Background: an optimization exercise with open tools, aiming at small area, a short achievable clock period and few clock cycles per item. Do not read the settings as production practice.
Where RTL was checked, it was by simulation tests only, not by an equivalence proof against the original.
For runs 1 to 3, only the layout was checked, not whether the RTL still works.
Power and IR drop assume default switching activity.

### flow/run.sh
#!/bin/bash
# synth_recipe.tcl (not shown) runs the flow's synth.tcl, then flattens the netlist and writes it again
# the make line also repeats each setting of config.mk as NAME=value (left out here)
make -C /OpenROAD-flow-scripts/flow DESIGN_CONFIG=/design/flow/config.mk WORK_HOME=/design/flow/orfs CLKGATE_MAP_FILE= SYNTH_SCRIPT=/design/flow/synth_recipe.tcl finish
### flow/config.mk
export PLATFORM = sky130hd
export DESIGN_NAME = lath_eval
export DESIGN_NICKNAME = lath_eval
export VERILOG_FILES = /design/flow/design.v
export SDC_FILE = /design/flow/constraint.sdc
export NUM_CORES = 4
export LEC_CHECK = 0
export ABC_AREA = 1
export CAP_MARGIN = 20
export CORE_MARGIN = 2
export CORE_UTILIZATION = 60
export PLACE_DENSITY = 0.75
export SLEW_MARGIN = 20
### flow/constraint.sdc
create_clock -name core_clock -period 11.0 [get_ports {clk}]
set_input_delay 2.2000 -clock core_clock [delete_from_list [all_inputs] [get_ports {clk}]]
set_output_delay 2.2000 -clock core_clock [all_outputs]
set_load 0.01 [all_outputs]
### flow/design.v
module lath_eval (
    input  wire        clk,
    input  wire        rst,
    input  wire [31:0] origin_x,       
    input  wire [31:0] origin_y,       
    input  wire [31:0] pitch_x,        
    input  wire [31:0] pitch_y,        
    input  wire [31:0] lath_pitch,     
    input  wire [31:0] phase_offset,   
    input  wire [15:0] slant_num,      
    input  wire [15:0] slant_den,      
    input  wire        in_valid,
    output wire        in_ready,
    input  wire [13:0] px,
    input  wire [12:0] py,
    input  wire [1:0]  stripe,
    input  wire [15:0] corr,           
    output reg         out_valid,
    output wire [6:0]  v,
    output reg  [31:0] m,
    output reg  [15:0] corr_o,
    output wire [47:0] xo,             
    output wire [47:0] yo              
);
    reg [31:0] lp_r;
    reg [34:0] pol_r;                  
    reg [15:0] den_r;
    reg         pol_c;
    wire [17:0] pol_lo;
    wire [16:0] pol_hi;
    wire        pol_clo, pol_chi;
    add_sk #(18) u_pol_lo (.a(phase_offset[17:0]), .b({lp_r[15:0], 2'b00}), .cin(1'b0), .s(pol_lo), .co(pol_clo));
    add_sk #(17) u_pol_hi (.a({3'b0, phase_offset[31:18]}), .b({1'b0, lp_r[31:16]}), .cin(pol_c), .s(pol_hi), .co(pol_chi));
    always @(posedge clk) begin
        lp_r  <= lath_pitch;
        pol_c <= pol_clo;
        pol_r <= {pol_hi, pol_lo};
        den_r <= slant_den;
    end
    reg  lnz;                          
    always @(posedge clk) lnz <= |lath_pitch;
    reg        a_free;
    reg        f_prei, f_pre, f_pk, f_pka, f_pkw, f_kml, f_h0, f_h, f_p, f_c, f_done;
    reg [5:0]  a_cnt;
    reg        a_last;                 
    reg        pvalid;                 
    reg        yk;                     
    reg        acin_r;                 
    reg        rk;                     
    reg [15:0] radd;                   
    reg        b_busy;
    reg        b_pre;
    reg        b_div;
    reg        b_dlast;                
    reg [4:0]  b_cnt;
    reg        b_last;                 
    reg        b_mcap;                 
    reg        b_vst;                  
    reg        o_org, o_pass, o_dbl, o_x2, o_xadd, o_yadd;
    reg        bl_r;                   
    reg        rdy_r;                  
    reg        f_pass;                 
    reg        f_hb;                   
    reg        csx;                    
    wire b_load   = bl_r;
    wire a_ready  = a_free | bl_r;
    assign in_ready = rdy_r;
    wire accept   = in_valid & a_ready;
    wire b_loadk  = f_pka;             
    wire b_loadd  = f_prei;            
    wire b_any    = b_load | b_loadk | b_loadd;
    wire b_run    = b_busy & ~b_pre & ~b_div;   
    wire inflight_n = accept | (~a_free & ~b_load) | b_load | (b_busy & ~b_last);
    wire f_c_n    = f_p;
    wire f_done_n = (f_c | f_done) & ~b_load;
    wire b_busy_n = b_any | (b_busy & ~b_last);
    wire b_last_n = ~b_any & b_busy & (b_cnt == (b_div ? 5'd18 : 5'd14));
    wire bl_n     = (f_c_n | f_done_n) & (~b_busy_n | b_last_n);
    wire a_free_n = (a_free | b_load) & ~in_valid;
    wire pass_n   = (f_h & a_last) | f_p | f_done_n | f_pk;
    reg [13:0] pxa;
    reg [1:0]  sta;
    reg [12:0] pya;                    
    reg [15:0] corra;
    reg [46:0] acc;                    
    reg [15:0] rr;                     
    reg [1:0]  cq;                     
    reg [40:0] kq;                     
    reg [15:0] krem;
    wire [15:0] r_add  = radd;
    wire [18:0] r_x    = {2'b0, rr, 1'b0};
    wire [18:0] r_y    = {3'b0, r_add};
    wire [18:0] r_z1   = ~{3'b0, den_r};
    wire [18:0] r_z2   = ~{2'b0, den_r, 1'b0};
    wire [18:0] r_t, r_s1, r_s2;
    wire        r_co0, r_co1, r_co2;
    add_sk #(19) u_rt  (.a(r_x), .b(r_y), .cin(1'b0), .s(r_t), .co(r_co0));
    add_sk #(19) u_rs1 (.a(r_x ^ r_y ^ r_z1),
                        .b({(r_x[17:0] & r_y[17:0]) | (r_x[17:0] & r_z1[17:0]) | (r_y[17:0] & r_z1[17:0]), 1'b1}),
                        .cin(1'b0), .s(r_s1), .co(r_co1));
    add_sk #(19) u_rs2 (.a(r_x ^ r_y ^ r_z2),
                        .b({(r_x[17:0] & r_y[17:0]) | (r_x[17:0] & r_z2[17:0]) | (r_y[17:0] & r_z2[17:0]), 1'b1}),
                        .cin(1'b0), .s(r_s2), .co(r_co2));
    wire        c1     = ~r_s2[18];
    wire        c0     = ~c1 & ~r_s1[18];
    wire [15:0] r_next = c1 ? r_s2[15:0] : (c0 ? r_s1[15:0] : r_t[15:0]);
    wire [46:0] ay   = ({47{f_h0}} & ~({33'd0, pxa} << 11))
                     | ({47{yk}}   & {15'd0, kq[31:0]})
                     | ({47{f_p}}  & {12'd0, pol_r})
                     | {{19{csx}}, {16{f_c}} & corra, 12'd0}
                     | ({47{f_pka}} & {1'b0, lp_r, 14'd0});
    wire        acin = acin_r;
    wire [46:0] hsel = {{23{f_hb}}, {24{f_h}}};
    wire [46:0] ax   = (hsel & {acc[45:0], cq[0]})
                     | ({47{f_h0}} & {20'd0, pxa, sta, 11'd0})
                     | ({47{f_pass}} & acc);
    wire        ax0  = ax[0];
    wire        as0  = ax0 ^ ay[0] ^ acin;
    wire        ak1  = (ax0 & ay[0]) | (ax0 & acin) | (ay[0] & acin) | (f_h & cq[1]);
    wire [45:0] ahi;
    wire        a_co;
    add_sk #(46) u_acc (.a(ax[46:1]), .b(ay[46:1]), .cin(ak1), .s(ahi), .co(a_co));
    wire [46:0] asum = {ahi, as0};
    wire [15:0] nsn  = ~slant_num + 16'd1;             
    wire        nsg  = ~slant_num[15] & (|slant_num);  
    reg [31:0] br;                     
    reg [21:0] bq;                     
    reg [11:0] pxb;
    reg [11:0] pyb;
    reg [7:0]  vq;
    reg [38:0] xacc, yacc;             
    reg [31:0] m_r;
    reg [15:0] corr_r;
    wire [31:0] dv  = b_div ? {16'd0, den_r} : lp_r;
    wire [33:0] bt  = {br, b_div ? kq[40:39] : bq[21:20]};
    wire [34:0] bs1, bs2, bs3;
    wire        bc1, bc2, bc3;
    add_sk #(35) u_bs1 (.a({1'b0, bt}), .b(~{3'b0, dv}), .cin(1'b1), .s(bs1), .co(bc1));
    add_sk #(35) u_bs2 (.a({1'b0, bt}), .b(~{2'b0, dv, 1'b0}), .cin(1'b1), .s(bs2), .co(bc2));
    wire [34:0] b3x = {1'b0, bt};
    wire [34:0] b3y = ~{3'b0, dv};
    wire [34:0] b3z = ~{2'b0, dv, 1'b0};
    wire [34:0] b3s = b3x ^ b3y ^ b3z;
    wire [34:0] b3c = {(b3x[33:0] & b3y[33:0]) | (b3x[33:0] & b3z[33:0]) | (b3y[33:0] & b3z[33:0]), 1'b1};
    add_sk #(35) u_bs3 (.a(b3s), .b(b3c), .cin(1'b1), .s(bs3), .co(bc3));
    wire        g3  = ~bs3[34];
    wire        g2  = ~bs2[34];
    wire        g1  = ~bs1[34];
    wire [31:0] b_next = g3 ? bs3[31:0] : (g2 ? bs2[31:0] : (g1 ? bs1[31:0] : bt[31:0]));
    wire        qh  = g2;
    wire        ql  = g3 | (g1 & ~g2);
    wire [38:0] xx   = ({39{o_dbl}} & {xacc[37:0], 1'b0}) | ({39{o_pass}} & xacc)
                     | ({39{o_x2}} & {19'd0, pitch_x[18:0], 1'b0});
    wire [38:0] yx   = ({39{o_dbl}} & {yacc[37:0], 1'b0}) | ({39{o_pass}} & yacc);
    wire [38:0] xy   = ({39{o_org}} & {9'd0, ~origin_x[29], origin_x[28:0]}) | ({39{o_xadd}} & {20'd0, pitch_x[18:0]});
    wire [38:0] yy   = ({39{o_org}} & {9'd0, ~origin_y[29], origin_y[28:0]}) | ({39{o_yadd}} & {20'd0, pitch_y[18:0]});
    wire [38:0] xsum, ysum;
    wire        x_co, y_co;
    add_sk #(39) u_xo (.a(xx), .b(xy), .cin(1'b0), .s(xsum), .co(x_co));
    add_sk #(39) u_yo (.a(yx), .b(yy), .cin(1'b0), .s(ysum), .co(y_co));
    assign v  = vq[7:1];
    assign xo = {{10{~xacc[38]}}, xacc[37:0]};     
    assign yo = {{10{~yacc[38]}}, yacc[37:0]};
    always @(*) begin
        m      = m_r;
        corr_o = corr_r;
    end
    always @(posedge clk) begin
        if (b_loadd) begin
            br <= nsg ? {16'd0, den_r - 16'd1} : 32'd0;
        end else if (b_any) begin
            br <= {7'd0, asum[46:22]};
            bq <= asum[21:0];
        end else begin
            br <= b_next;
            bq <= {bq[19:0], 2'b00};
        end
        if (b_mcap) begin
            m_r    <= b_next & {32{lnz}};
        end
        if (b_vst)
            vq <= {vq[5:0], qh & lnz, ql & lnz};
        xacc <= xsum;
        yacc <= ysum;
        if (o_dbl) begin
            pxb <= {pxb[10:0], 1'b0};
            pyb <= {pyb[10:0], 1'b0};
        end
        if (b_load) begin
            pxb   <= pxa[11:0];
            pyb   <= pya[11:0];
            corr_r <= corra & {16{lnz}};
        end
    end
    always @(posedge clk) begin
        rr <= r_next;
        if (a_ready) begin
            pxa   <= px;
            sta   <= stripe;
            pya   <= py;
            corra <= corr;
            rr    <= 16'd0;
        end
        if (f_prei) begin
            kq <= {nsn, 24'd0, nsg};
        end
        if (b_div)
            kq <= {kq[38:0], qh, ql};
        if (f_pk)
            krem <= br[15:0];
        if (f_pk)
            acc <= {{6{kq[40]}}, kq};                    
        else
            acc <= asum;
        if (f_kml)
            kq <= {9'd0, m_r};
        cq <= {c1, c0};
        if (f_h0 | (f_h & ~a_last))
            pya <= {pya[11:0], pya[12]};
    end
    always @(posedge clk) begin
        if (rst) begin
            a_free <= 1'b1;
            bl_r   <= 1'b0;
            rdy_r  <= 1'b1;
            f_pass <= 1'b0;
            f_hb   <= 1'b0;
            csx    <= 1'b0;
            {f_prei, f_pre, f_pk, f_pka, f_pkw, f_kml, f_h0, f_h, f_p, f_c, f_done} <= 11'd0;
            a_cnt  <= 6'd0;
            a_last <= 1'b0;
            pvalid <= 1'b0;
            yk     <= 1'b0;
            acin_r <= 1'b0;
            rk     <= 1'b0;
            radd   <= 16'd0;
            b_busy <= 1'b0;
            b_pre  <= 1'b0;
            b_div  <= 1'b0;
            b_dlast <= 1'b0;
            b_cnt  <= 5'd0;
            {b_last, b_mcap, b_vst} <= 3'd0;
            {o_org, o_dbl, o_x2, o_xadd, o_yadd} <= 5'd0;
            o_pass <= 1'b1;
            out_valid <= 1'b0;
        end else begin
            bl_r   <= bl_n;
            rdy_r  <= a_free_n | bl_n;
            f_pass <= pass_n;
            f_hb   <= f_h0 | (f_hb & ~a_last);
            csx    <= f_p & corra[15];
            if (f_prei) begin
                f_prei <= 1'b0;
                f_pre  <= 1'b1;
            end
            if (f_pre & b_dlast) begin
                f_pre <= 1'b0;
                f_pk  <= 1'b1;
            end
            if (f_pk) begin
                f_pk  <= 1'b0;
                f_pka <= 1'b1;
            end
            if (f_pka) begin
                f_pka <= 1'b0;
                f_pkw <= 1'b1;
            end
            if (f_pkw & b_mcap) begin
                f_pkw <= 1'b0;
                f_kml <= 1'b1;
            end
            if (f_kml) begin
                f_kml  <= 1'b0;
                f_h0   <= 1'b1;
                pvalid <= 1'b1;
            end
            if (f_h0) begin
                f_h0 <= 1'b0;
                f_h  <= 1'b1;
            end
            if (f_h & a_last) begin
                f_h <= 1'b0;
                f_p <= 1'b1;
            end
            if (f_p) begin
                f_p <= 1'b0;
                f_c <= 1'b1;
            end
            if (f_c) begin
                f_c    <= 1'b0;
                f_done <= 1'b1;
            end
            if (b_load) begin
                f_done <= 1'b0;
                a_free <= 1'b1;
            end
            if (accept) begin
                a_free <= 1'b0;
                f_prei <= ~pvalid;
                f_h0   <= pvalid;
            end
            if (f_prei | f_h0)
                a_cnt <= 6'd0;
            else
                a_cnt <= a_cnt + 6'd1;
            a_last <= f_h & (a_cnt == 6'd11);
            yk     <= (f_h0 | (f_h & ~a_last)) & pya[12];
            acin_r <= (accept & pvalid) | f_kml | (f_h & a_last & (|rr));
            rk     <= (accept & pvalid & py[12]) | (f_kml & pya[12]) |
                      ((f_h0 | (f_h & (a_cnt <= 6'd10))) & pya[11]);
            radd   <= ({16{(accept & pvalid & py[12]) | (f_kml & pya[12]) |
                           ((f_h0 | (f_h & (a_cnt <= 6'd10))) & pya[11])}} & krem);
            out_valid <= ~b_any & b_busy & ~b_pre & ~b_div & (b_cnt == 5'd14);
            if (b_any) begin
                b_busy <= 1'b1;
                b_pre  <= b_loadk;
                b_div  <= b_loadd;
                b_cnt  <= 5'd0;
            end else if (b_busy) begin
                b_cnt <= b_cnt + 5'd1;
                if (b_last) begin
                    b_busy <= 1'b0;
                    b_div  <= 1'b0;
                end
            end
            b_last  <= ~b_any & b_busy & (b_cnt == (b_div ? 5'd18 : 5'd14));
            b_mcap  <= ~b_any & b_busy & ~b_div & (b_cnt == 5'd9);
            b_vst   <= ~b_any & b_busy & ~b_div & (b_cnt >= 5'd10) & (b_cnt <= 5'd13);
            b_dlast <= ~b_any & b_busy & b_div & (b_cnt == 5'd18);
            o_x2    <= b_load & pxa[13];
            o_org   <= ~b_any & b_run & (b_cnt == 5'd4);
            o_dbl   <= ~b_any & b_run & (b_cnt <= 5'd13) & (b_cnt != 5'd4);
            o_pass  <= ~(b_load | (~b_any & b_run & (b_cnt <= 5'd13))) |
                       (~b_any & b_run & (b_cnt == 5'd4));
            o_xadd  <= b_load ? pxa[12] :
                       (~b_any & b_run & (b_cnt <= 5'd13) & (b_cnt != 5'd4) &
                        ((b_cnt == 5'd13) | (o_dbl ? pxb[10] : pxb[11])));
            o_yadd  <= b_load ? pya[12] :
                       (~b_any & b_run & (b_cnt <= 5'd13) & (b_cnt != 5'd4) &
                        ((b_cnt == 5'd13) | (o_dbl ? pyb[10] : pyb[11])));
            if (~inflight_n)
                pvalid <= 1'b0;
        end
    end
endmodule
module add_sk #(parameter W = 32) (
    input  wire [W-1:0] a,
    input  wire [W-1:0] b,
    input  wire         cin,
    output wire [W-1:0] s,
    output wire         co
);
    localparam LV = (W + 1 <= 2)  ? 1 : (W + 1 <= 4)  ? 2 : (W + 1 <= 8)  ? 3 :
                    (W + 1 <= 16) ? 4 : (W + 1 <= 32) ? 5 : (W + 1 <= 64) ? 6 : 7;
    wire [(LV+1)*(W+1)-1:0] g, p;
    assign g[W:0] = {a & b, cin};
    assign p[W:0] = {a ^ b, 1'b0};
    genvar l, i;
    generate
        for (l = 0; l < LV; l = l + 1) begin : lv
            for (i = 0; i <= W; i = i + 1) begin : bt
                if ((i >> l) & 1) begin : c
                    assign g[(l+1)*(W+1)+i] = g[l*(W+1)+i] | (p[l*(W+1)+i] & g[l*(W+1)+(((i>>l)<<l)-1)]);
                    assign p[(l+1)*(W+1)+i] = p[l*(W+1)+i] & p[l*(W+1)+(((i>>l)<<l)-1)];
                end else begin : t
                    assign g[(l+1)*(W+1)+i] = g[l*(W+1)+i];
                    assign p[(l+1)*(W+1)+i] = p[l*(W+1)+i];
                end
            end
        end
    endgenerate
    assign s  = (a ^ b) ^ g[LV*(W+1) +: W];
    assign co = g[LV*(W+1) + W];
endmodule
==> impl_results.md, run 1 <==
* Outcome: no timing/DRC/antenna violations
* # hold bufs at CTS at 0
* Site row count at 90
* Predominant post-synthesis flop cell: dfxtp_1
* Clk slew on worst S/H paths at ~60 ps
* Core Box Area at 60200 um^2
* Final setup fails at 0
* Clk latency of the worst-skew pair at 660 ps
* Hold Path Class: reg2reg
* Kind of critical path: reg2reg
* Crit path required time at 11440 ps
* Seq. cell area at around 12000 um^2
* Nets at ~5700
* Fin. max-slew vios at 0
* Final wirelength at 114 mm
* Filler cells at between 5000 and 6000
* Clock Tree Buf Depth at 3
* Worst Setup End Kind: flip-flop
* Syn Inst Count at 4752
* Vias in the first global route at between 30000 and 40000
* Post-DR vias/cell at 5.66
* DR pass1 iterations at 6
* Fin util at 0.702
* Setup tns final at 0 ps
* Area grow syn2layout at 16.0%
* Post-route ant nets at 0
* Die Height at about 250 um
* R2R setup slack at 5640 ps
* Post-route DRC at 0
* Post-Syn Nets at about 5400
* Total CTS buffers at 58
* Most frequent cells in the layout: nand2_1 (1268), inv_1 (667), clkdlybuf4s50_1 (394)
* Tmin final at ~5400 ps
* FF+latch count, synth at 526
* Die X at 250 um
* Fraction of final layout cells with drive strength greater than 1 at 0.0428
* VDD IR max at 0.224 mV
* Post-synth EDFFs at ~200
* Vias post-DR at 33000
* Initial DRC count at around 2800
* First-pass GRT wire length at 174 mm
* Ys Warns at 1
* GRT Resource Usage Total at 0.358
* Mapped Avg Cell Area at about 7.7 um^2
* Clock Sinks at 526
* Root buf cell: clkbuf_16
* Post-synth cell types at 63
* Input/output buffers at 394
* Crit path launch type: flip-flop
* Overall Power at around 9300 uW
* IO Pins at about 430
* Leakage at roughly 0.020 uW
* Pint at 5370 uW
* Synthesized area at around 36000 um^2
* Sw Ratio at 0.422
* Placer Congestion at 1.02
* Gr ovfl total at 0
* Area of the multi-input gates at roughly 20000 um^2
* Comb pwr share at 0.484
* CP Data Arrival Time at 5790 ps
* H-tree levels at 2
* Fmax at about 190 MHz
* Clock share of power at 0.226
* Initial antenna violation count at 8
* PD cells at about 220 nW/um^2
* Detailed placement HPWL at between 80 and 90 mm
* Post-CTS setup buffer count at 0
* Tcrit/Tclk final at 0.487
* Post-CTS sizing at 0
* CTS tree: done
* Die Area at between 60000 and 70000 um^2
* Max_cap viols at 0
* Final Hold Viols at 0
* Placed Instance Area at roughly 40000 um^2
* Worst Max-Slew Pin Slew at ~1100 ps
* Largest net degree at the start of global routing at 77
* Final Cell Area at 42300 um^2
* Sw power at between 3000 and 4000 uW
* Relative slew margins at 0.241
* Flop pwr share at 0.290
* Commonest non-fill, non-tap cell in the layout: nand2_1
* Crit Path Max Fanout at 34
* Drt wl/cell at 19.6 um
* Worst Skew at ~35 ps
* Sequential share of the synthesized area at 0.342
* RSZ-0062 raised after global routing: no
* Initial Util at 0.605
* Asr flop ratio synth at 0
## kinds of logic (layout without fill, tap and decap cells)
family                   after synthesis  count (layout)  synth area share
buffers and inverters                918            1212             0.108
AND/OR/NAND/NOR                     2061            2061             0.239
multiplexers                           1               1          0.000275
other                                  0               7                 0
flip-flops                           526             526             0.342
adder cells (fa/ha/maj)              394             394             0.156
XOR/XNOR                             162             162            0.0389
AO/OA/AOI/OAI                        690             690             0.115
## through the flow
stage / hold slack, ps / setup slack (ps) / instances
global route: 441 / 5410 / 5830
finish: 428 / 5640 / 5835
floorplan: 400 / 6590 / 4752
CTS: 431 / 5740 / 5828
global placement: 406 / 5590 / 5718
detailed placement: 418 / 5560 / 5718
## layout make-up
type                       instances  share of cell area
antenna                            7            0.000414
clock buffer                      73              0.0385
clock inverter                    37              0.0104
inverter                         680              0.0604
multi-input combinational       3308               0.474
sequential                       526               0.295
tap                              782              0.0231
timing repair buffer             422              0.0982
## critical path, cell delays in order, from the launching register on
cell and delay, ps:
dfxtp_2 320, clkinv_1 620, or2_2 550, o21ai_0 320, fa_1 550, ha_1 350
a21o_1 200, nand3_1 70, nand2_1 80, a21oi_2 180, nand2_4 120, nand2_1 90
nand2_2 60, nand2_2 80, nand2_4 240, inv_2 650, nand3_1 280, a21oi_1 330
## registers in the layout (all words and copies together) (netlist names), 6 cells and up
| name | count |
|---|---|
| corr_r | 16 |
| m_r | 32 |
| krem | 16 |
| corra | 16 |
| acc | 47 |
| br | 32 |
| radd | 16 |
| a_cnt | 6 |
| pya | 13 |
| xacc | 39 |
| bq | 22 |
| pol_r | 35 |
| pyb | 12 |
| den_r | 16 |
| pxb | 12 |
| rr | 16 |
| lp_r | 32 |
| yacc | 39 |
| vq | 8 |
| pxa | 14 |
| kq | 41 |
## Yosys cell counts (15+ instances only)
cell / number / area, um^2
a21o_1: 29 / 218
a21oi_1: 240 / 1200
a22o_1: 34 / 298
a31oi_1: 24 / 150
buf_2: 16 / 80.1
buf_4: 107 / 803
clkbuf_1: 94 / 353
dfxtp_1: 331 / 6630
edfxtp_1: 195 / 5860
fa_1: 101 / 2020
ha_1: 293 / 3670
inv_1: 669 / 2510
nand2_1: 1269 / 4760
nand2_2: 24 / 150
nand3_1: 358 / 1790
nand3b_1: 30 / 225
nand4_1: 36 / 225
nor2_1: 254 / 953
nor3_1: 39 / 195
o211ai_1: 24 / 180
o21ai_0: 142 / 711
o21ai_1: 15 / 75.1
o21bai_1: 17 / 128
o22ai_1: 91 / 569
or2_2: 17 / 106
xnor2_1: 57 / 499
xor2_1: 105 / 920
## power groups by stage
| stage | sequential [uW] | combinational (uW) | clock, uW |
|---|---|---|---|
| global route | 2720 | 5060 | 2180 |
| CTS | 2690 | 4450 | 2110 |
| floorplan | 2620 | 3430 | 0 |
| finish | 2690 | 4500 | 2100 |
| global placement | 2720 | 4310 | 0 |
| detailed placement | 2730 | 4400 | 0 |
## worst paths after layout
kind	startpoint	endpoint	cells after the start
setup / recovery	b_div$_SDFFE_PP0P_	m_r[11]$_DFFE_PP_	17
hold / removal	vq[0]$_DFFE_PP_	vq[2]$_DFFE_PP_	0
setup reg to reg	b_div$_SDFFE_PP0P_	m_r[11]$_DFFE_PP_	17
hold reg to reg	vq[0]$_DFFE_PP_	vq[2]$_DFFE_PP_	0
## layer usage
layer	up-vias	track usage	wire, um	part of all wire
li1	16000	-	-	-
met1	15200	0.467	45700	0.40
met2	1572	0.578	51500	0.45
met3	264	0.0615	11000	0.096
met4	4	0.178	6170	0.054
met5	-	0	31	0.00027
==> run 2: changes to the inputs <==
--- a/flow/design.v
+++ b/flow/design.v
@@ -23,5 +23,5 @@
     output wire [47:0] yo              
 );
-    reg [31:0] lp_r;
+    reg [31:0] lp_r;                   
     reg [34:0] pol_r;                  
     reg [15:0] den_r;
@@ -33,5 +33,4 @@
     add_sk #(17) u_pol_hi (.a({3'b0, phase_offset[31:18]}), .b({1'b0, lp_r[31:16]}), .cin(pol_c), .s(pol_hi), .co(pol_chi));
     always @(posedge clk) begin
-        lp_r  <= lath_pitch;
         pol_c <= pol_clo;
         pol_r <= {pol_hi, pol_lo};
@@ -76,4 +75,7 @@
     wire b_busy_n = b_any | (b_busy & ~b_last);
     wire b_last_n = ~b_any & b_busy & (b_cnt == (b_div ? 5'd18 : 5'd14));
+    wire b_div_n  = b_loadd | (b_div & ~b_last);
+    always @(posedge clk)
+        lp_r <= b_div_n ? {16'd0, den_r} : lath_pitch;
     wire bl_n     = (f_c_n | f_done_n) & (~b_busy_n | b_last_n);
     wire a_free_n = (a_free | b_load) & ~in_valid;
@@ -132,5 +134,5 @@
     reg [31:0] m_r;
     reg [15:0] corr_r;
-    wire [31:0] dv  = b_div ? {16'd0, den_r} : lp_r;
+    wire [31:0] dv  = lp_r;
     wire [33:0] bt  = {br, b_div ? kq[40:39] : bq[21:20]};
     wire [34:0] bs1, bs2, bs3;
==> run 2 against run 1 <==
Design area is 0.36% higher; wire length is 4.3% lower; count of clock-buffer cells in the layout is 6 higher; still clean; largest power group unchanged; critical path type unchanged; synthesized cell count is 0.23% lower.
==> impl_results.md, run 2 <==
* # hold bufs at CTS at 0 (unchanged)
* Initial DRC count at 2771 (-0.22%)
* Gr ovfl total at 0 (unchanged)
* Placed Instance Area at 40400 um^2 (+0.53%)
* Topmost layer with routed signal wires: met4
* Relative slew margins at 0.246 (+0.00520)
* Setup tns final at 0 ps (unchanged)
* Nets at 5658 (-0.071%)
* Commonest non-fill, non-tap cell in the layout: nand2_1
* Crit path launch type: flip-flop
* Core Box Area at 60400 um^2 (+0.19%)
* Worst Skew at 27.5 ps (-7.75 ps)
* Clk latency of the worst-skew pair at 640 ps (-20 ps)
* Root buf cell: clkbuf_16
* IO Pins at 425 (unchanged)
* Initial antenna violation count at 0 (-8)
* CTS tree: done
* Most flop-heavy register: acc
* Synthesized area at 36600 um^2 (+0.49%)
* Input/output buffers at 394 (unchanged)
* Predominant post-synthesis flop cell: dfxtp_1
* Tcrit/Tclk final at 0.519 (+0.0322)
* Kind of critical path: reg2reg
* Total CTS buffers at 58 (unchanged)
* Final Hold Viols at 0 (unchanged)
* Post-route ant nets at 0 (unchanged)
* RSZ-0062 raised after global routing: no
* Post-Syn Nets at 5407 (-0.20%)
* Worst Hold Depth at 0 (unchanged)
* Drt wl/cell at 18.8 um (-4.1%)
* Final wirelength at 109 mm (-4.3%)
* Post-synth EDFFs at 195 (unchanged)
* PD cells at 225 nW/um^2 (+2.3%)
* Worst Hold Slack at 430 ps (+2.28 ps)
* Worst Max-Slew Pin Slew at 1130 ps (-0.224 ps)
* Top-count cell post-synth: nand2_1
* Initial Util at 0.607 (+0.00184)
* Placer Congestion at 0.996 (-2.7%)
* Clock Tree Buf Depth at 3 (unchanged)
* Depth of the worst register-to-register path at 19 (+2)
* Post-CTS sizing at 0 (unchanged)
* Site row count at 90 (unchanged)
* Post-CTS setup buffer count at 0 (unchanged)
* DR pass1 iterations at 6 (unchanged)
* Overall Power at 9540 uW (+2.6%)
* Sequential share of the synthesized area at 0.341 (-0.00167)
* Routed met3 length at 9.79 mm (-11%)
* Mapped Avg Cell Area at 7.73 um^2 (+0.72%)
* Die Area at 63000 um^2 (+0.48%)
* Post-route DRC at 0 (unchanged)
* Syn Inst Count at 4741 (-0.23%)
* Hold Path Class: reg2reg
* Fmax at 175 MHz (-6.2%)
* Outcome: no timing/DRC/antenna violations
* Most frequent cells in the layout: nand2_1 (1194), inv_1 (699), clkdlybuf4s50_1 (394)
* Synth area leader: dfxtp_1
* Crit Path Max Fanout at 28 (-18%)
* Vias in the first global route at 31300 (+1.2%)
* Area grow syn2layout at 15.9%
* Post-synth cell types at 64 (+1.6%)
* Post-DR vias/cell at 5.60 (-1.2%)
* Die Height at 251 um (+0.24%)
* FF+latch count, synth at 526 (unchanged)
* Post-Route M1 WL at 44.1 mm (-3.5%)
* Max_cap viols at 0 (unchanged)
* Share of the synthesized area in the top cell type at 0.181 (-0.000888)
* Final setup fails at 0 (unchanged)
* CP Data Arrival Time at 6060 ps (+270 ps)
* Detailed placement HPWL at 83.3 mm (-4.9%)
* Die X at 251 um (+0.24%)
* Fin. max-slew vios at 0 (unchanged)
* Worst Setup End Kind: flip-flop
* Ys Warns at 1 (unchanged)
* Clk slew on worst S/H paths at 60 ps (about the same)
* Leakage at 0.0202 uW (+0.37%)
* Largest net degree at the start of global routing at 75 (-2.6%)
* Fraction of final layout cells with drive strength greater than 1 at 0.0480 (+0.00519)
* Asr flop ratio synth at 0 (unchanged)
* First-pass GRT wire length at 169 mm (-2.6%)
* Vias post-DR at 32600 (-1.3%)
* Tmin final at 5710 ps (+354 ps)
* H-tree levels at 2 (unchanged)
* VDD IR max at 0.210 mV (-6.4%)
* Largest registers: acc (47), kq (41)
* Final Cell Area at 42400 um^2 (+0.36%)
* Synth area leaders: dfxtp_1 (18%), edfxtp_1 (16%), nand2_1 (12%)
* Metal2 WL at 50.2 mm (-2.6%)
* Max FFs per register at 47 (unchanged)
* Fin util at 0.703 (+0.00120)
* Post-synth top cells: nand2_1 (1194), inv_1 (703), nand3_1 (372), dfxtp_1 (331), ha_1 (293)
* GRT Resource Usage Total at 0.342 (-0.0163)
* Crit path required time at 11350 ps (-90 ps)
* Clock Sinks at 526 (unchanged)
==> run 2: changes by cell type after synthesis, sizes merged, moves of 6 or more <==
cell | before | now
o2111ai | 2 | 15
inv | 673 | 707
nand4 | 36 | 20
mux2 | 0 | 10
nand2 | 1299 | 1225
clkbuf | 94 | 88
nand3b | 30 | 22
o21ai | 160 | 146
nor2 | 257 | 274
nand3 | 363 | 380
o211ai | 24 | 34
==> run 2: where the power goes <==
| group | leakage [uW] | internal, uW | switching (uW) |
|---|---|---|---|
| combinational | 0.0146 | 1870 | 2860 |
| sequential | 0.00461 | 2440 | 298 |
| clock | 0.000996 | 1210 | 858 |
==> run 2: cell type report <==
class / instances / area, um^2
multi-input combinational: 3268 / 20100
fill: 5090 / 17900
timing repair buffer: 426 / 4180
clock buffer: 79 / 1640
tap: 782 / 978
antenna: 1 / 2.50
sequential: 526 / 12500
inverter: 712 / 2670
clock inverter: 31 / 392
==> run 2: logic make-up after synthesis <==
logic type	synth area share
AND/OR/NAND/NOR	0.231
multiplexers	0.00307
buffers and inverters	0.111
flip-flops	0.341
AO/OA/AOI/OAI	0.118
adder cells (fa/ha/maj)	0.155
XOR/XNOR	0.0404
==> run 2: per-layer routing <==
layer | up-vias | global-route usage
li1 | 15900 | -
met1 | 15000 | 0.437
met2 | 1356 | 0.565
met3 | 263 | 0.0634
met4 | 0 | 0.157
met5 | - | 0
==> run 2: final timing paths <==
kind	from	endpoint	slack, ps
max	b_div$_SDFFE_PP0P_	m_r[25]$_DFFE_PP_	5290
min	vq[0]$_DFFE_PP_	vq[2]$_DFFE_PP_	430
max reg2reg	b_div$_SDFFE_PP0P_	m_r[25]$_DFFE_PP_	5290
min reg2reg	vq[0]$_DFFE_PP_	vq[2]$_DFFE_PP_	430
==> run 2: worst max-delay path: stages (launching register included) <==
cell and delay (ps):
dfxtp_1 910, buf_4 410, inv_1 130, or2_2 310
o21ai_0 220, inv_1 260, fa_1 520, ha_1 350
o21ai_1 150, nand2_1 140, nand3_1 100, nand2_1 150
nand2_2 120, nand2_4 120, nand2_4 90, nand2_4 60
a21boi_4 880, nand3_1 180, nand2_1 230, nor2_1 80
==> run 2: metrics by stage <==
| step | setup slack, ps | cells |
|---|---|---|
| 2_1_floorplan | 6590 | 4741 |
| 3_3_place_gp | 5560 | 5714 |
| 3_5_place_dp | 5520 | 5714 |
| 4_1_cts | 5470 | 5824 |
| 5_1_grt | 5070 | 5824 |
| 6_report | 5290 | 5825 |
==> run 3: changes to the inputs <==
--- a/flow/design.v
+++ b/flow/design.v
@@ -135,5 +135,5 @@
     reg [15:0] corr_r;
     wire [31:0] dv  = lp_r;
-    wire [33:0] bt  = {br, b_div ? kq[40:39] : bq[21:20]};
+    wire [33:0] bt  = {br, bq[21:20]};
     wire [34:0] bs1, bs2, bs3;
     wire        bc1, bc2, bc3;
@@ -171,4 +171,5 @@
         if (b_loadd) begin
             br <= nsg ? {16'd0, den_r - 16'd1} : 32'd0;
+            bq <= {nsn, 6'd0};
         end else if (b_any) begin
             br <= {7'd0, asum[46:22]};
@@ -205,5 +206,5 @@
         end
         if (f_prei) begin
-            kq <= {nsn, 24'd0, nsg};
+            kq <= {40'd0, nsg};
         end
         if (b_div)
==> run 3 against run 2 <==
First-iteration DRC count down 3.5%; area after synthesis decreased by 1.8%; fmax increased by 16%; clock skew is essentially flat; sequential share of layout area fell by 0.12 points; utilization rose by 0.46 points; final cell count fell by 1.7%; still clean on timing, DRC and antenna; largest power group unchanged; die area is 1.8% lower; critical path depth is 3 higher; flip-flop and latch count unchanged; count of clock-buffer cells in the layout down 6; highest routed layer is now met5.
==> impl_results.md, run 3 <==
* VDD IR max at 0.173 mV (-17%)
* Fin. max-slew vios at 0 (unchanged)
* Initial DRC count at 2673 (-3.5%)
* Core Box Area at 59100 um^2 (-2.0%)
* Clk latency of the worst-skew pair at 650 ps (about the same)
* Vias in the first global route at 29900 (-4.6%)
* Ys Warns at 1 (unchanged)
* Post-DR vias/cell at 5.58 (-0.34%)
* PD cells at 230 nW/um^2 (+2.3%)
* Drt wl/cell at 18.5 um (-1.6%)
* Worst Setup End Kind: flip-flop
* Final setup fails at 0 (unchanged)
* Detailed placement HPWL at 80.6 mm (-3.3%)
* CP Data Arrival Time at 5470 ps (-590 ps)
* Die Area at 61900 um^2 (-1.8%)
* # hold bufs at CTS at 0 (unchanged)
* Most frequent cells in the layout: nand2_1 (1092), inv_1 (707), clkdlybuf4s50_1 (394)
* Worst Hold Depth at 0 (unchanged)
* Nets at 5567 (-1.6%)
* Synthesized area at 36000 um^2 (-1.8%)
* Outcome: no timing/DRC/antenna violations
* Crit Path Max Fanout at 30 (+7.1%)
* Die Height at 249 um (-0.88%)
* Asr flop ratio synth at 0 (unchanged)
* RSZ-0062 raised after global routing: no
* Comb pwr share at 0.502 (+0.006)
* Tmin final at 4910 ps (-804 ps)
* Top-count cell post-synth: nand2_1
* First-pass GRT wire length at 164 mm (-3.3%)
* Clock Sinks at 526 (unchanged)
* DR pass1 iterations at 6 (unchanged)
* Worst Skew at 27.2 ps (-0.296 ps)
* Post-synth cell types at 67 (+4.7%)
* Final wirelength at 106 mm (-3.2%)
* Filler cells at 4905 (-3.6%)
* Hold Path Class: reg2reg
* Largest registers: acc (47), kq (41)
* Root buf cell: clkbuf_16
* Sw Ratio at 0.421 (about the same)
* Depth of the worst register-to-register path at 22 (+3)
* Tcrit/Tclk final at 0.446 (-0.0731)
* H-tree levels at 2 (unchanged)
* Fmax at 204 MHz (+16%)
* FF+latch count, synth at 526 (unchanged)
* Crit path launch type: flip-flop
* Share of the synthesized area in the top cell type at 0.196 (+0.0155)
* Pint at 5570 uW (+0.90%)
* Kind of critical path: reg2reg
* Predominant post-synthesis flop cell: dfxtp_1
* Mapped Avg Cell Area at 7.73 um^2 (about the same)
* Vias post-DR at 31900 (-2.0%)
* CTS tree: done
* Final Hold Viols at 0 (unchanged)
* Post-CTS sizing at 0 (unchanged)
* Non-filler cells, final at 5726 (-1.7%)
* Largest net degree at the start of global routing at 62 (-17%)
* Die X at 249 um (-0.88%)
* Relative slew margins at 0.234 (-0.0114)
* Crit path required time at 11560 ps (+210 ps)
* Post-CTS setup buffer count at 0 (unchanged)
* Most flop-heavy register: acc
* Syn Inst Count at 4653 (-1.9%)
* Site row count at 89 (-1.1%)
* Input/output buffers at 394 (unchanged)
* Commonest non-fill, non-tap cell in the layout: nand2_1
* Post-synth top cells: nand2_1 (1092), inv_1 (709), dfxtp_1 (353), nand3_1 (306), ha_1 (293)
* Clock Tree Buf Depth at 3 (unchanged)
* Total CTS buffers at 58 (unchanged)
* Post-route ant nets at 0 (unchanged)
* Initial antenna violation count at 6 (+6)
* Max_cap viols at 0 (unchanged)
* Clock share of power at 0.217 (about the same)
* GRT Resource Usage Total at 0.334 (-0.00832)
* Clk slew on worst S/H paths at 60 ps (about the same)
* Synth area leader: dfxtp_1
* Fraction of final layout cells with drive strength greater than 1 at 0.0481 (+0.0000743)
* Synth area leaders: dfxtp_1 (20%), edfxtp_1 (14%), nand2_1 (11%)
* Placer Congestion at 0.976 (-2.0%)
* Critical hold path startpoint: vq[0]$_DFFE_PP_
* Launch point of the worst path: f_pass$_SDFF_PP0_
* IO Pins at 425 (unchanged)
* Leakage at 0.0198 uW (-2.0%)
* Sw power at 4050 uW (+0.85%)
* Post-Syn Nets at 5319 (-1.6%)
* Gr ovfl total at 0 (unchanged)
* Worst Max-Slew Pin Slew at 1150 ps (+18.6 ps)
* Sequential share of the synthesized area at 0.341 (about the same)
* Area grow syn2layout at 16.3%
* Setup tns final at 0 ps (unchanged)
* R2r startpoint: f_pass$_SDFF_PP0_
* Dpl cells at 5613 (-1.8%)
* Initial Util at 0.608 (+0.00155)
* Max FFs per register at 47 (unchanged)
* Flop pwr share at 0.281 (-0.006)
* Post-synth EDFFs at 173 (-11%)
* Post-route DRC at 0 (unchanged)
## run 3: changes by cell type after synthesis, sizes merged, moves of 8 or more
cell	delta
dfxtp	+22
edfxtp	-22
inv	+22
nand2	-103
nand3	-72
nand3b	-12
nor2	+13
o21ai	+23
o22ai	+10
or2	+8
xnor2	+14
## run 3: worst max-delay path, cell delays in order, from the launching register on
cell and delay [ps]:
dfxtp_1 920, inv_1 90, buf_4 290, o21ai_0 210, inv_1 70, fa_1 360
nand2_1 110, fa_1 210, nand2_1 60, nand2_1 80, o21ai_1 130, o21ai_2 190
nand2_1 70, nand2_1 120, nand2_1 80, nand2_2 180, nand2_1 90, nand2_2 290
inv_1 120, fa_1 440, xnor2_1 390, a22oi_1 170, o21ai_1 110
## run 3: cell type report
class / instances / area (um^2) / area share
clock inverters: 37 / 442 / 0.0106
multi-input cells: 3157 / 19600 / 0.469
inverters: 734 / 2760 / 0.0659
diodes: 2 / 5.00 / 0.000120
repair buffers: 424 / 4180 / 0.0998
clock buffers: 73 / 1610 / 0.0384
flip-flops and latches: 526 / 12300 / 0.293
well taps: 773 / 967 / 0.0231
## run 3: worst paths after layout
check / slack [ps] / to
setup / recovery: 6090 / br[11]$_DFF_P_
hold / removal: 420 / vq[2]$_DFFE_PP_
setup reg to reg: 6090 / br[11]$_DFF_P_
hold reg to reg: 420 / vq[2]$_DFFE_PP_
## run 3: kinds of logic after synthesis
| family | Yosys count | share of synthesized area |
|---|---|---|
| and+or+nand+nor | 1830 | 0.213 |
| buffers and inverters | 970 | 0.114 |
| AOI/OAI and AO/OA | 741 | 0.126 |
| DFF | 526 | 0.341 |
| adders and majority gates | 394 | 0.158 |
| xor gates and xnor gates | 184 | 0.0448 |
| muxes | 8 | 0.00250 |
## run 3: power by group through the flow
stage,combinational (uW),clock (uW),sequential (uW)
floorplan,3720,0,2630
global placement,4630,0,2720
detailed placement,4730,0,2730
CTS,4780,2110,2690
global route,5420,2180,2730
finish,4830,2090,2700
## run 3: layer usage
layer | track usage | routed length [um]
met1 | 0.436 | 43400
met3 | 0.0518 | 9090
met2 | 0.556 | 48900
met5 | 0 | 29
met4 | 0.133 | 4520
## run 3: through the flow
stage                     utilization  power (uW)  hold WS [ps]  cell area, um^2  setup WS [ps]
after detailed placement        0.673        7460           406            39800           5850
after global routing            0.708       10300           429            41900           5800
after CTS                       0.707        9580           419            41800           6190
after floorplan                     -        6350           400            36000           6770
after global placement          0.673        7360           403            39800           5910
final                           0.708        9620           420            41900           6090
==> run 4: changes to the inputs <==
--- a/flow/design.v
+++ b/flow/design.v
@@ -59,5 +59,4 @@
     reg        bl_r;                   
     reg        rdy_r;                  
-    reg        f_pass;                 
     reg        f_hb;                   
     reg        csx;                    
@@ -80,5 +79,4 @@
     wire bl_n     = (f_c_n | f_done_n) & (~b_busy_n | b_last_n);
     wire a_free_n = (a_free | b_load) & ~in_valid;
-    wire pass_n   = (f_h & a_last) | f_p | f_done_n | f_pk;
     reg [13:0] pxa;
     reg [1:0]  sta;
@@ -114,7 +112,5 @@
     wire        acin = acin_r;
     wire [46:0] hsel = {{23{f_hb}}, {24{f_h}}};
-    wire [46:0] ax   = (hsel & {acc[45:0], cq[0]})
-                     | ({47{f_h0}} & {20'd0, pxa, sta, 11'd0})
-                     | ({47{f_pass}} & acc);
+    wire [46:0] ax   = (hsel & {acc[45:0], cq[0]}) | (~hsel & acc);
     wire        ax0  = ax[0];
     wire        as0  = ax0 ^ ay[0] ^ acin;
@@ -214,4 +210,6 @@
         if (f_pk)
             acc <= {{6{kq[40]}}, kq};                    
+        else if ((a_ready & pvalid) | f_kml)
+            acc <= {20'd0, a_ready ? px : pxa, a_ready ? stripe : sta, 11'd0};
         else
             acc <= asum;
@@ -227,5 +225,4 @@
             bl_r   <= 1'b0;
             rdy_r  <= 1'b1;
-            f_pass <= 1'b0;
             f_hb   <= 1'b0;
             csx    <= 1'b0;
@@ -250,5 +247,4 @@
             bl_r   <= bl_n;
             rdy_r  <= a_free_n | bl_n;
-            f_pass <= pass_n;
             f_hb   <= f_h0 | (f_hb & ~a_last);
             csx    <= f_p & corra[15];
==> run 4 against run 3 <==
Non-clock buffer count up 2; first-iteration DRC count rose by 6.1%; utilization fell by 0.17 points; count of clock-buffer cells in the layout up 1; via count is 0.68% higher.
==> impl_results.md, run 4 <==
* RSZ-0062 raised after global routing: no
* Final Hold Viols at 0 (unchanged)
* Die X at 249 um (about the same)
* Kind of critical path: reg2reg
* Leakage at 0.0202 uW (+1.8%)
* Sw Ratio at 0.431 (+0.00995)
* Die Area at 62000 um^2 (+0.14%)
* Worst Skew at 20.1 ps (-7.19 ps)
* Filler cells at 5006 (+2.1%)
* Tmin final at 4790 ps (-123 ps)
* Most frequent cells in the layout: nand2_1 (1110), inv_1 (741), clkdlybuf4s50_1 (394)
* Largest net degree at the start of global routing at 60 (-3.2%)
* Sequential share of the synthesized area at 0.335 (-0.00550)
* Most used routing layer: met2
* Ys Warns at 1 (unchanged)
* Clk slew on worst S/H paths at 60 ps (about the same)
* Vias in the first global route at 30100 (+0.63%)
* H-tree levels at 2 (unchanged)
* Area grow syn2layout at 16.1%
* Bufs and invs on worst path at 2 (-2)
* Detailed placement HPWL at 83.1 mm (+3.1%)
* Max_cap viols at 0 (unchanged)
* Clock share of power at 0.202 (-0.015)
* Largest registers: acc (47), kq (41)
* Post-synth EDFFs at 157 (-9.2%)
* Nets at 5625 (+1.0%)
* Hold Path Class: reg2reg
* Global Route met1 Usage at 0.454 (+0.0183)
* Synth area leader: dfxtp_1
* Max FFs per register at 47 (unchanged)
* Commonest non-fill, non-tap cell in the layout: nand2_1
* Total CTS buffers at 59 (+1.7%)
* Initial Util at 0.608 (about the same)
* Area of the multi-input gates at 19800 um^2 (+0.78%)
* IO Pins at 425 (unchanged)
* Overall Power at 9970 uW (+3.7%)
* Placed Instance Area at 39800 um^2 (+0.15%)
* Die Height at 249 um (about the same)
* Predominant post-synthesis flop cell: dfxtp_1
* Site row count at 89 (unchanged)
* Post-synth top cells: nand2_1 (1112), inv_1 (743), dfxtp_1 (368), ha_1 (293), nand3_1 (282)
* CP Data Arrival Time at 5330 ps (-140 ps)
* Crit path launch type: flip-flop
* Seq. cell area at 12100 um^2 (-1.5%)
* CTS tree: done
* Asr flop ratio synth at 0 (unchanged)
* Setup tns final at 0 ps (unchanged)
* Post-DR vias/cell at 5.56 (-0.36%)
* Crit Path Max Fanout at 24 (-20%)
* Post-CTS setup buffer count at 0 (unchanged)
* PD cells at 238 nW/um^2 (+3.7%)
* Final Cell Area at 41800 um^2 (about the same)
* CP dominant cell by count: nand2_1
* Root buf cell: clkbuf_16
* Crit path required time at 11540 ps (-20 ps)
* Gr ovfl total at 0 (unchanged)
* Syn Inst Count at 4708 (+1.2%)
* Top Family by Delay on Critical Path: simple AND/OR/NAND/NOR gates
* Comb pwr share at 0.517 (+0.015)
* GRT Resource Usage Total at 0.340 (+0.00654)
* Initial DRC count at 2837 (+6.1%)
* Tcrit/Tclk final at 0.435 (-0.0111)
* Input/output buffers at 394 (unchanged)
* Placer Congestion at 0.939 (-3.8%)
* Final setup fails at 0 (unchanged)
* FF+latch count, synth at 525 (-0.19%)
* Initial antenna violation count at 4 (-2)
* Vias post-DR at 32100 (+0.68%)
* CP max stage delay at 950 ps (+30 ps)
* Most flop-heavy register: acc
* Relative slew margins at 0.286 (+0.0515)
* First-pass GRT wire length at 167 mm (+1.6%)
* Fin. max-slew vios at 0 (unchanged)
* Met2 Use GR at 0.561 (+0.00512)
* Slowest CP cell: dfxtp_1
* VDD IR max at 0.146 mV (-16%)
* Post-route ant nets at 0 (unchanged)
* Synth area leaders: dfxtp_1 (20%), edfxtp_1 (13%), nand2_1 (12%)
* Mapped Avg Cell Area at 7.65 um^2 (-1.0%)
* Clk latency of the worst-skew pair at 630 ps (-20 ps)
* Clock Sinks at 525 (-0.19%)
* Pint at 5670 uW (+1.9%)
* DR pass1 iterations at 6 (unchanged)
* Post-synth cell types at 66 (-1.5%)
* Drt wl/cell at 18.6 um (+0.43%)
* Worst Max-Slew Pin Slew at 1070 ps (-75.9 ps)
* Post-Syn Nets at 5374 (+1.0%)
* Post-CTS sizing at 0 (unchanged)
* Share of the synthesized area in the top cell type at 0.204 (+0.00805)
* Top-count cell post-synth: nand2_1
* Clock Tree Buf Depth at 3 (unchanged)
* Post-route DRC at 0 (unchanged)
* Fmax at 209 MHz (+2.6%)
* Sw power at 4300 uW (+6.1%)
* # hold bufs at CTS at 0 (unchanged)
* Outcome: no timing/DRC/antenna violations
* Fraction of final layout cells with drive strength greater than 1 at 0.0447 (-0.00336)
* Final wirelength at 108 mm (+1.5%)
* Worst-path cell chain: inv_1, nand2_1, o21ai_0, ha_1, nand2_1, nor2_1, nand2_1, nor2_1, nand2_1, nor3_1, nand2_1, nand2_2, inv_1, fa_1, xnor2_1, a22oi_1, o21ai_0
* Met3 usage at 0.0510 (-0.000836)
* Synthesized area at 36000 um^2 (+0.15%)
* Worst Setup End Kind: flip-flop
* Flop pwr share at 0.282 (about the same)
* Core Box Area at 59200 um^2 (+0.19%)
## run 4: stage by stage
stage / hold WS, ps / std cells / setup slack (ps) / utilization
floorplan: 400 / 4708 / 6720 / -
global placement: 403 / 5671 / 5830 / 0.672
detailed placement: 415 / 5671 / 5760 / 0.672
CTS: 418 / 5783 / 6390 / 0.706
global route: 420 / 5785 / 5880 / 0.706
finish: 423 / 5786 / 6210 / 0.706
## run 4: path summary, 6_finish.rpt
check                                      from         endpoint  slack, ps  cells after the start
worst max-delay path            f_hb$_SDFF_PP0_   br[11]$_DFF_P_       6210                     17
worst min-delay path            vq[0]$_DFFE_PP_  vq[2]$_DFFE_PP_        420                      0
worst max register to register  f_hb$_SDFF_PP0_   br[11]$_DFF_P_       6210                     17
worst min register to register  vq[0]$_DFFE_PP_  vq[2]$_DFFE_PP_        420                      0
## run 4: area by class of cell
| class | instances | area share |
|---|---|---|
| Antenna cell | 3 | 0.000179 |
| Clock buffer | 74 | 0.0391 |
| Clock inverter | 38 | 0.00820 |
| Inverter | 752 | 0.0675 |
| Multi-Input combinational cell | 3195 | 0.473 |
| Sequential cell | 525 | 0.289 |
| Tap cell | 773 | 0.0231 |
| Timing Repair Buffer | 426 | 0.100 |
## run 4: kinds of logic after synthesis
kind of cell / Yosys count / synth area share
buf+inv: 988 / 0.117
fa+ha+maj: 394 / 0.158
mux: 8 / 0.00243
flops: 525 / 0.335
compound gates: 783 / 0.131
simple gates: 1822 / 0.211
xor+xnor: 188 / 0.0457
## run 4: power groups by stage
| stage | clock network, uW | registers (uW) | logic, uW |
|---|---|---|---|
| 2_1_floorplan | 0 | 2710 | 3960 |
| 3_3_place_gp | 0 | 2830 | 4940 |
| 3_5_place_dp | 0 | 2840 | 5060 |
| 4_1_cts | 2020 | 2800 | 5090 |
| 5_1_grt | 2100 | 2850 | 5810 |
| 6_report | 2010 | 2810 | 5150 |
## run 4: routing by layer
metal	vias to the layer above	share of wire
met5	-	0.0000093
met4	2	0.041
met3	233	0.083
met2	1332	0.46
met1	14900	0.42
li1	15700	-
Testbench counts of run 4, summed over its fixed seeds: cycles 26,240, items 1,536.
==> run 5: changes to the inputs <==
--- a/flow/config.mk
+++ b/flow/config.mk
@@ -7,7 +7,7 @@
 export LEC_CHECK = 0
 export ABC_AREA = 1
-export CAP_MARGIN = 20
+export CAP_MARGIN = 85
 export CORE_MARGIN = 2
 export CORE_UTILIZATION = 60
 export PLACE_DENSITY = 0.75
-export SLEW_MARGIN = 20
+export SLEW_MARGIN = 85
==> run 5 against run 4 <==
Combinational power increased by 12%; clock skew up 0.72 ps; sequential power hardly changed; count of clock-buffer cells in the layout shrank 5; design area increased by 9.0%; via count rose by 3.2%; critical path type unchanged; largest power group unchanged.
==> impl_results.md, run 5 <==
* Detailed placement HPWL at 87.8 mm (+5.6%)
* Vias in the first global route at 31500 (+4.5%)
* # hold bufs at CTS at 0 (unchanged)
* Initial DRC count at 3125 (+10%)
* Fin. max-slew vios at 0 (unchanged)
* Mapped Avg Cell Area at 7.65 um^2 (unchanged)
* VDD IR max at 0.166 mV (+13%)
* Final setup fails at 0 (unchanged)
* Die Area at 62000 um^2 (unchanged)
* Non-filler cells, final at 5915 (+2.2%)
* RSZ-0062 raised after global routing: no
* Relative slew margins at 0.827 (+0.541)
* Comb pwr share at 0.539 (+0.022)
* Initial antenna violation count at 1 (-3)
* Share of the synthesized area in the top cell type at 0.204 (unchanged)
* Sequential share of the synthesized area at 0.335 (unchanged)
* Crit Path Max Fanout at 27 (+13%)
* Hold Path Class: reg2reg
* Main combinational cell family by area after synthesis: simple AND/OR/NAND/NOR gates
* Die Height at 249 um (unchanged)
* Post-synth cell types at 66 (unchanged)
* Input/output buffers at 394 (unchanged)
* Clk latency of the worst-skew pair at 640 ps (about the same)
* Simple logic cell fraction of the synthesized area at 0.211 (unchanged)
* Fmax at 227 MHz (+8.5%)
* Tcrit/Tclk final at 0.401 (-0.0339)
* Syn Inst Count at 4708 (unchanged)
* First-pass GRT wire length at 173 mm (+3.9%)
* Gr ovfl total at 0 (unchanged)
* Synth area leaders: dfxtp_1 (20%), edfxtp_1 (13%), nand2_1 (12%)
* Final Hold Viols at 0 (unchanged)
* Fraction of final layout cells with drive strength greater than 1 at 0.146 (+0.101)
* Post-synth EDFFs at 157 (unchanged)
* Most frequent cells in the layout: nand2_1 (1089), inv_1 (681), clkdlybuf4s50_1 (404)
* Seq. cell area at 12200 um^2 (+1.3%)
* Tmin final at 4410 ps (-373 ps)
* Final Cell Area at 45600 um^2 (+9.0%)
* CTS tree: done
* Pint at 6090 uW (+7.4%)
* Synth area leader: dfxtp_1
* Final wirelength at 113 mm (+5.0%)
* Max_cap viols at 0 (unchanged)
* Post-Syn Nets at 5374 (unchanged)
* Crit path launch type: flip-flop
* Leakage at 0.0215 uW (+6.5%)
* Vias post-DR at 33200 (+3.2%)
* Clock share of power at 0.198 (-0.004)
* Kind of critical path: reg2reg
* Drt wl/cell at 19.1 um (+2.7%)
* Max FFs per register at 47 (unchanged)
* Clock Tree Buf Depth at 3 (unchanged)
* Xor and xnor area share after synthesis at 0.0457 (unchanged)
* Area grow syn2layout at 26.5%
* Die X at 249 um (unchanged)
* Post-synth top cells: nand2_1 (1112), inv_1 (743), dfxtp_1 (368), ha_1 (293), nand3_1 (282)
* Total CTS buffers at 57 (-3.4%)
* Sw Ratio at 0.433 (+0.00152)
* Commonest non-fill, non-tap cell in the layout: nand2_1
* Worst Hold Depth at 2 (+2)
* Site row count at 89 (unchanged)
* Setup tns final at 0 ps (unchanged)
* Outcome: no timing/DRC/antenna violations
* Core Box Area at 59200 um^2 (unchanged)
* Synth Area in Adders at 0.158 (unchanged)
* Sw power at 4650 uW (+8.1%)
* Post-CTS setup buffer count at 0 (unchanged)
* Placed Instance Area at 42700 um^2 (+7.2%)
* Mux contribution to synthesized area at 0.00243 (unchanged)
* Largest net degree at the start of global routing at 28 (-53%)
* Post-route DRC at 0 (unchanged)
* Pre-CTS setup slack at 5990 ps (+227 ps)
* Dpl cells at 5789 (+2.1%)
* CP Data Arrival Time at 4910 ps (-420 ps)
* Worst Setup End Kind: flip-flop
* Asr flop ratio synth at 0 (unchanged)
* Largest registers: acc (47), kq (41)
* R2R setup slack at 6590 ps (+370 ps)
* Filler cells at 4448 (-11%)
* DR pass1 iterations at 7 (+1)
* Crit path required time at 11500 ps (-40 ps)
* Predominant post-synthesis flop cell: dfxtp_1
* Post-CTS sizing at 0 (unchanged)
* Root buf cell: clkbuf_16
* Clock Sinks at 525 (unchanged)
* Area of the multi-input gates at 21700 um^2 (+9.9%)
* Post-route ant nets at 0 (unchanged)
* IO Pins at 425 (unchanged)
* Worst Skew at 20.8 ps (+0.723 ps)
* Nets at 5757 (+2.3%)
* Synthesized area at 36000 um^2 (unchanged)
* Initial Util at 0.608 (unchanged)
* Worst Max-Slew Pin Slew at 260 ps (-811 ps)
* Most flop-heavy register: acc
* Post-DR vias/cell at 5.61 (+0.96%)
* PD cells at 236 nW/um^2 (-1.2%)
* Depth of the worst register-to-register path at 23 (+6)
* Placer Congestion at 0.939 (unchanged)
* Top-count cell post-synth: nand2_1
* H-tree levels at 2 (unchanged)
* Clk slew on worst S/H paths at 60 ps (about the same)
* Flop pwr share at 0.263 (-0.019)
* Ys Warns at 1 (unchanged)
* GRT Resource Usage Total at 0.353 (+0.0126)
* FF+latch count, synth at 525 (unchanged)
* Synth Area in Compound Gates at 0.131 (unchanged)
* Final setup margin at 6590 ps (+373 ps)
[run 5: cell counts after synthesis]
No cell type changed its count.
[run 5: logic make-up (layout without fill, tap and decap cells)]
group,count (synthesis),in the layout
DFF,525,525
muxes,8,8
and+or+nand+nor,1822,1822
buffers and inverters,988,1420
xor gates and xnor gates,188,188
adders and majority gates,394,394
AOI/OAI and AO/OA,783,783
other,0,2
[run 5: metal layers]
metal	GRT usage	wire, um
met1	0.457	45800
met2	0.584	52200
met3	0.0600	9420
met4	0.150	5480
met5	0	0
[run 5: area by class of cell]
class                   instances  area share
inverters                     752      0.0645
flip-flops and latches        525       0.268
repair buffers                560       0.124
clock buffers                  69      0.0339
multi-input cells            3195       0.477
clock inverters                39      0.0113
diodes                          2    0.000110
well taps                     773      0.0212
[run 5: final timing paths]
check,startpoint,endpoint
max,f_h$_SDFFE_PP0P_,br[11]$_DFF_P_
min,bq[15]$_DFF_P_,bq[17]$_DFF_P_
max reg2reg,f_h$_SDFFE_PP0P_,br[11]$_DFF_P_
min reg2reg,bq[15]$_DFF_P_,bq[17]$_DFF_P_
[run 5: power by group through the flow]
stage	Sequential [uW]	Combinational, uW	Clock [uW]
6_report	2830	5790	2120
5_1_grt	2860	6430	2210
4_1_cts	2810	5560	2130
3_5_place_dp	2850	5500	0
3_3_place_gp	2830	4940	0
2_1_floorplan	2710	3960	0
[run 5: through the flow]
stage                     hold WS, ps  total power [uW]   util
after detailed placement          422              8340  0.720
after global routing              451             11500  0.770
after CTS                         438             10500  0.755
after global placement            403              7780  0.672
final                             437             10700  0.770
after floorplan                   400              6670      -
[run 5: critical path, stage by stage (launching register included)]
cell and delay, ps:
dfxtp_1 340, buf_8 230, mux2i_1 130, fa_1 380, nand2_1 120, fa_1 190
inv_1 70, nor2_1 190, a211oi_4 50, clkbuf_1 130, buf_1 130, buf_1 120
o21ai_4 130, clkdlybuf4s18_2 310, nand2_1 110, nand2_4 140, nand2_1 110, nand2_4 190
inv_1 100, fa_2 410, xnor2_2 170, buf_1 150, a22oi_1 230, o21ai_0 130
==> run 6: changes to the inputs <==
--- a/flow/config.mk
+++ b/flow/config.mk
@@ -7,7 +7,7 @@
 export LEC_CHECK = 0
 export ABC_AREA = 1
-export CAP_MARGIN = 85
+export CAP_MARGIN = 20
 export CORE_MARGIN = 2
 export CORE_UTILIZATION = 60
 export PLACE_DENSITY = 0.75
-export SLEW_MARGIN = 85
+export SLEW_MARGIN = 50
==> run 6 against run 5 <==
Still clean; final cell count shrank 2.2%; area after synthesis is the same; sequential share of layout area grew 2.1 points; non-clock buffer count shrank 134; via count shrank 2.9%; count of clock-buffer cells in the layout grew 1; clock power shrank 4%; register-to-register slack is essentially flat; die area is the same; utilization shrank 6.3 points; wire length shrank 5.0%; design area shrank 8.2%.
==> impl_results.md, run 6 <==
* Crit path required time at 11510 ps (about the same)
* Crit path launch type: primary input
* Crit Path Max Fanout at 4 (-85%)
* Post-CTS setup buffer count at 0 (unchanged)
* Post-Syn Nets at 5374 (unchanged)
* Setup tns final at 0 ps (unchanged)
* Ys Warns at 1 (unchanged)
* Sw Ratio at 0.430 (-0.00283)
* # hold bufs at CTS at 0 (unchanged)
* Tcrit/Tclk final at 0.423 (+0.0218)
* Post-synth top cells: nand2_1 (1112), inv_1 (743), dfxtp_1 (368), ha_1 (293), nand3_1 (282)
* Synth area leaders: dfxtp_1 (20%), edfxtp_1 (13%), nand2_1 (12%)
* Predominant post-synthesis flop cell: dfxtp_1
* Fmax at 215 MHz (-5.2%)
* Total CTS buffers at 58 (+1.8%)
* CP Data Arrival Time at 5160 ps (+250 ps)
* Comb pwr share at 0.517 (-0.022)
* Sequential share of the synthesized area at 0.335 (unchanged)
* Top Family by Delay on Critical Path: compound AO/OA/AOI/OAI gates
* Detailed placement HPWL at 83.0 mm (-5.5%)
* Area grow syn2layout at 16.2%
* Nets at 5624 (-2.3%)
* Largest net degree at the start of global routing at 60 (+110%)
* Fin. max-slew vios at 0 (unchanged)
* Leakage at 0.0202 uW (-6.2%)
* Clk latency of the worst-skew pair at 640 ps (about the same)
* Post-synth cell types at 66 (unchanged)
* CP dominant cell by count: a21oi_1
* Fraction of final layout cells with drive strength greater than 1 at 0.0463 (-0.0992)
* Final Cell Area at 41900 um^2 (-8.2%)
* Initial Util at 0.608 (unchanged)
* Bufs and invs on worst path at 2 (-6)
* Slowest CP cell: a21boi_1
* Synth area leader: dfxtp_1
* PD cells at 239 nW/um^2 (+1.4%)
* Vias in the first global route at 30300 (-3.7%)
* Most frequent cells in the layout: nand2_1 (1110), inv_1 (739), clkdlybuf4s50_1 (394)
* Worst Skew at 24.0 ps (+3.18 ps)
* Final wirelength at 107 mm (-5.0%)
* Max FFs per register at 47 (unchanged)
* Initial DRC count at 2968 (-5.0%)
* IO Pins at 425 (unchanged)
* Final setup margin at 6350 ps (-240 ps)
* Filler cells at 4982 (+12%)
* Worst-path cell chain: clkdlybuf4s50_1, ha_1, a21oi_1, nand2_1, a21oi_1, inv_1, a21o_1, a21boi_1, o21ai_0, fa_1, xor2_1
* Drt wl/cell at 18.5 um (-2.8%)
* Post-CTS sizing at 0 (unchanged)
* Seq. cell area at 12100 um^2 (-1.2%)
* Relative slew margins at 0.515 (-0.312)
* Clk slew on worst S/H paths at 60 ps (about the same)
* Post-DR vias/cell at 5.57 (-0.63%)
* VDD IR max at 0.154 mV (-7.3%)
* Placer Congestion at 0.939 (unchanged)
* Mapped Avg Cell Area at 7.65 um^2 (unchanged)
* Pre-CTS setup slack at 5760 ps (-230 ps)
* Syn Inst Count at 4708 (unchanged)
* Most flop-heavy register: acc
* Post-synth EDFFs at 157 (unchanged)
* Worst Max-Slew Pin Slew at 722 ps (+462 ps)
* Dpl cells at 5671 (-2.0%)
* Die X at 249 um (unchanged)
* Post-route DRC at 0 (unchanged)
* GRT Resource Usage Total at 0.340 (-0.0134)
* H-tree levels at 2 (unchanged)
* Placed Instance Area at 39900 um^2 (-6.6%)
* Flop pwr share at 0.281 (+0.018)
* Core Box Area at 59200 um^2 (unchanged)
* Outcome: no timing/DRC/antenna violations
* Share of the synthesized area in the top cell type at 0.204 (unchanged)
* Max_cap viols at 0 (unchanged)
* Hold Path Class: reg2reg
* CTS tree: done
* Non-filler cells, final at 5782 (-2.2%)
* Largest registers: acc (47), kq (41)
* Final Hold Viols at 0 (unchanged)
* Gr ovfl total at 0 (unchanged)
* Post-route ant nets at 0 (unchanged)
* Top-count cell post-synth: nand2_1
* CP max stage delay at 520 ps (+110 ps)
* FF+latch count, synth at 525 (unchanged)
* Die Height at 249 um (unchanged)
* Sw power at 4300 uW (-7.5%)
* Tmin final at 4650 ps (+240 ps)
* DR pass1 iterations at 6 (-1)
* First-pass GRT wire length at 166 mm (-4.0%)
* Input/output buffers at 394 (unchanged)
* Site row count at 89 (unchanged)
* RSZ-0062 raised after global routing: no
* Clock share of power at 0.203 (+0.005)
* Initial antenna violation count at 3 (+2)
* Worst Setup End Kind: flip-flop
* Die Area at 62000 um^2 (unchanged)
* Vias post-DR at 32200 (-2.9%)
* Clock Sinks at 525 (unchanged)
* Root buf cell: clkbuf_16
* Synthesized area at 36000 um^2 (unchanged)
* Kind of critical path: in2reg
* Asr flop ratio synth at 0 (unchanged)
* Area of the multi-input gates at 19800 um^2 (-8.9%)
* Clock Tree Buf Depth at 3 (unchanged)
* Commonest non-fill, non-tap cell in the layout: nand2_1
* Pint at 5700 uW (-6.5%)
* Final setup fails at 0 (unchanged)
-- run 6: cell type report --
cell class                 count  area share
clock buffer                  70      0.0373
antenna                        1   0.0000598
tap                          773      0.0231
timing repair buffer         426       0.100
clock inverter                40      0.0101
sequential                   525       0.289
multi-input combinational   3195       0.473
inverter                     752      0.0676
-- run 6: cell families after synthesis --
| family | count (synthesis) | synth area share |
|---|---|---|
| AOI/OAI and AO/OA | 783 | 0.131 |
| and+or+nand+nor | 1822 | 0.211 |
| muxes | 8 | 0.00243 |
| xor gates and xnor gates | 188 | 0.0457 |
| DFF | 525 | 0.335 |
| adders and majority gates | 394 | 0.158 |
| buffers and inverters | 988 | 0.117 |
-- run 6: final timing paths --
check                                 startpoint                 to  slack [ps]  cells after the start
worst min-delay path             vq[0]$_DFFE_PP_    vq[2]$_DFFE_PP_         420                      0
worst min register to register   vq[0]$_DFFE_PP_    vq[2]$_DFFE_PP_         420                      0
worst max register to register  lp_r[15]$_DFF_P_   m_r[8]$_DFFE_PP_        6590                     16
worst max-delay path             phase_offset[4]  pol_r[16]$_DFF_P_        6350                     11
-- run 6: power groups by stage --
stage               clock network, uW  logic, uW  registers, uW
floorplan                           0       3960           2710
global placement                    0       4940           2830
detailed placement                  0       5060           2840
CTS                              2050       5090           2800
global route                     2130       5810           2850
finish                           2030       5160           2810
-- run 6: metal layers --
| layer | track usage | vias up | part of all wire |
|---|---|---|---|
| met4 | 0.125 | 4 | 0.040 |
| met3 | 0.0511 | 240 | 0.079 |
| met1 | 0.445 | 15000 | 0.42 |
| li1 | - | 15700 | - |
| met2 | 0.570 | 1284 | 0.46 |
| met5 | 0 | - | 0.00042 |
-- run 6: per-stage QoR --
stage / power [uW] / hold WS (ps) / util
2_1_floorplan: 6670 / 400 / -
3_3_place_gp: 7780 / 403 / 0.672
3_5_place_dp: 7890 / 413 / 0.673
4_1_cts: 9940 / 424 / 0.706
5_1_grt: 10800 / 408 / 0.706
6_report: 10000 / 422 / 0.706

-- separate check: timing with driven ports --
How much do the figures lean on ideal ports? The routed layouts below were timed once more, with nothing changed but the port constraints. Step 1, drivers: a clkbuf_16 drives clk and a buf_2 each remaining input, both assumed. Step 2 times the ports against the registers' clock, not the clock port: input delays grow and output delays shrink by t, the midpoint of the rising clock arrivals with the driver on. Slacks: no drivers / after step 1 / after step 2; pairs: no drivers / after step 1.
run | t, ns | setup slack, ns | worst setup path after step 2 | worst data-port slew with drivers (ns) | pins driven straight from the clock port
run 1 | 0.708 | 5.642 / 5.642 / 5.517 | input to register | 0.14 | 1
run 2 | 0.695 | 5.288 / 5.288 / 5.288 | register to register | 0.08 | 1
run 3 | 0.701 | 6.092 / 6.092 / 5.838 | input to register | 0.10 | 1
run 4 | 0.683 | 6.215 / 6.215 / 5.719 | input to register | 0.11 | 1
run 5 | 0.700 | 6.588 / 6.588 / 6.009 | input to register | 0.11 | 1
run 6 | 0.685 | 6.348 / 6.387 / 5.701 | input to register | 0.12 | 1
After both steps every run listed still meets setup and hold. For run 6, which loses most, drivers alone change the setup slack by +0.039 ns; drivers and shift together by -0.647 ns.
